This design comes from an exercise in tuning for small area on the open sky130 flow, not from production work. At most, simulation tests tie the RTL to the original design; equivalence was not proved. Power is estimated from default activity; no workload was simulated.

Setup of P:
==> flow/design.v (excerpt) <==
module tm_mon (
    input  wire        clk,
    input  wire        rst_n,             
    input  wire        smp_vld,           
    input  wire [11:0] code_u,            
    input  wire [11:0] code_v,
    input  wire [11:0] code_w,
    input  wire [15:0] theta,             
    input  wire [15:0] t_cmd,             
    input  wire [15:0] t_ce,              
    input  wire        active,            
    input  wire [47:0] iha_ofs,           
    input  wire [47:0] iha_gain,          
    input  wire [15:0] psi_pm,            
    input  wire [15:0] ld,                
    input  wire [15:0] lq,                
    input  wire [15:0] lq_k,              
    input  wire [3:0]  pole_pairs,
    input  wire [15:0] w_pct,             
    input  wire [15:0] w_abs,             
    input  wire [15:0] cnt_lim,           
    output reg         res_vld,
    output wire [15:0] t_tm,              
    output wire [15:0] i_d,               
    output wire [15:0] i_q,               
    output reg         exc_over,          
    output reg         dis_over,          
    output reg  [15:0] err_cnt,
    output reg         trip               
);
    reg [35:0] s_code;                     
    reg [9:0]  s_th;
    reg [15:0] s_tcmd, s_tce;
    reg        s_active;
    always @(posedge clk) begin
        if (smp_vld) begin
            s_th     <= theta[15:6];
            s_tcmd   <= t_cmd;
            s_tce    <= t_ce;
            s_active <= active;
        end
    end
    localparam [5:0] LAST = 6'd61;
    reg [5:0] cnt;                         
    wire [5:0] cnt_inc;
    tm_rca #(.W(6)) u_inc (.a(cnt), .b(6'd0), .ci(1'b1), .s(cnt_inc), .co());
    always @(posedge clk) begin
        if (!rst_n)
            cnt <= 6'd0;
        else if (smp_vld)
            cnt <= 6'd1;
  ...
Size: about 370 I/O pins.
export LEC_CHECK = 0
export CAP_MARGIN = 20
export CORE_MARGIN = 2
export CORE_UTILIZATION = 40
export SLEW_MARGIN = 20
export SYNTH_MEMORY_MAX_BITS = 32768
create_clock -name core_clock -period 25.0 [get_ports {clk}]
standard.sh (not shown) runs the stock make flow with config.mk's settings and CLKGATE_MAP_FILE= SYNTH_SCRIPT=/design/flow/synth_recipe.tcl, a recipe that flattens the netlist after the stock synthesis.
==> flow/flow/run.sh <==
#!/bin/bash
set -euo pipefail
export BUFFER_PORTS_ARGS="-buffer_cell sky130_fd_sc_hd__buf_1"
bash standard.sh > standard_flow.log 2>&1
The final layout from P, which completed every stage, passed the timing, DRC and antenna checks at the end of the flow.
> inputs changed (P -> Q)
--- a/flow/flow/run.sh
+++ b/flow/flow/run.sh
@@ -3,2 +3,3 @@
 export BUFFER_PORTS_ARGS="-buffer_cell sky130_fd_sc_hd__buf_1"
+export CTS_ARGS="-sink_clustering_enable -repair_clock_nets -buf_list sky130_fd_sc_hd__clkbuf_16 -dont_use_dummy_load"
 bash standard.sh > standard_flow.log 2>&1
- Between P and Q, the cell count went down.
- Delta (Q minus P): combinational cell fraction of total power higher; via density per instance +0.035; final worst-path setup slack shows an increase of 31 ps.
- Changes observed in Q relative to P: area of the mapped netlist flat, met3 wire length up about 5%, utilization down 0.35 points, share of the clock period used by the worst path flat.
No run of this note included a check of the RTL's function; only the layout flow was run.

---

build 74:
Another version of the RTL of tm_mon (not shown whole).
For scale: roughly 2,300 cells after synthesis, about 190 flip-flops, ~370 I/O pins, about 20,000 um2 of cells after synthesis.
Design tm_mon, start of the top module:
module tm_mon (
    input  wire        clk,
    input  wire        rst_n,             
    input  wire        smp_vld,           
    input  wire [11:0] code_u,            
    input  wire [11:0] code_v,
    input  wire [11:0] code_w,
    input  wire [15:0] theta,             
    input  wire [15:0] t_cmd,             
    input  wire [15:0] t_ce,              
    input  wire        active,            
    input  wire [47:0] iha_ofs,           
    input  wire [47:0] iha_gain,          
    input  wire [15:0] psi_pm,            
    input  wire [15:0] ld,                
    input  wire [15:0] lq,                
    input  wire [15:0] lq_k,              
    input  wire [3:0]  pole_pairs,
    input  wire [15:0] w_pct,             
    input  wire [15:0] w_abs,             
    input  wire [15:0] cnt_lim,           
    output reg         res_vld,
    output wire [15:0] t_tm,              
    output wire [15:0] i_d,               
    output wire [15:0] i_q,               
    output reg         exc_over,          
    output reg         dis_over,          
    output reg  [15:0] err_cnt,
    output reg         trip               
);
export LEC_CHECK = 0
export CAP_MARGIN = 20
export CORE_MARGIN = 2
export CORE_UTILIZATION = 65
export SLEW_MARGIN = 20
export SYNTH_MEMORY_MAX_BITS = 32768
create_clock -name core_clock -period 25.0 [get_ports {clk}]
==> flow/flow/run.sh <==
#!/bin/bash
set -euo pipefail
export BUFFER_PORTS_ARGS="-buffer_cell sky130_fd_sc_hd__buf_1"
export CTS_ARGS="-sink_clustering_enable -repair_clock_nets -buf_list sky130_fd_sc_hd__clkbuf_16 -dont_use_dummy_load"
bash standard.sh > standard_flow.log 2>&1
[inputs] trial 32 vs build 74
- CORE_UTILIZATION now 40, was 65
Notes after the runs:
- Between build 74 and trial 32, the area of the multi-input gates does not differ in any meaningful way.
- Die: trial 32 bigger than build 74
- Looking at portion of the clock cycle consumed by the worst path in the final layout, trial 32 sits 3.0 points below build 74.
- Number of port buffers came out exactly the same in trial 32 and build 74.
- Looking at final core utilization, trial 32 sits below build 74.
- [compare] base=build 74 new=trial 32: switching fraction of total power moved down; DRC violation total after the first TritonRoute iteration moved down.
- Delay of the slowest critical-path stage (trial 32 over build 74): decrease, 0.04 ns

==> afterwards: timing with drivers on the ports <==
The results above use ideal ports. As a check the final layouts listed here were re-extracted and re-timed, cells and wires unchanged.
Step 1 sets driving cells, clkbuf_16 on the clock port and buf_2 on the other inputs (assumed; they add their load-dependent delay and slew).
Step 2, shift: input delay + t, output delay - t, t = (earliest + latest rising clock arrival at the registers) / 2. This alone moves slack from input paths to output paths.
Slacks: ideal / step 1 / step 2; pairs: ideal / step 1.
| run | shift t [ns] | setup slack, ns | latest minus earliest clock arrival (ns) | worst register clock-pin slew, ns |
|---|---|---|---|---|
| P | 0.537 | 3.072 / 3.098 / 2.561 | 0.014 / 0.014 | 0.09 / 0.09 |
| Q | 0.530 | 3.103 / 3.130 / 2.600 | 0.027 / 0.026 | 0.08 / 0.08 |
| build 74 | 0.514 | 3.695 / 3.695 / 3.313 | 0.029 / 0.029 | 0.08 / 0.08 |
| trial 32 | 0.546 | 4.435 / 4.469 / 3.924 | 0.033 / 0.033 | 0.08 / 0.08 |
After both steps setup and hold are still met in every run listed.
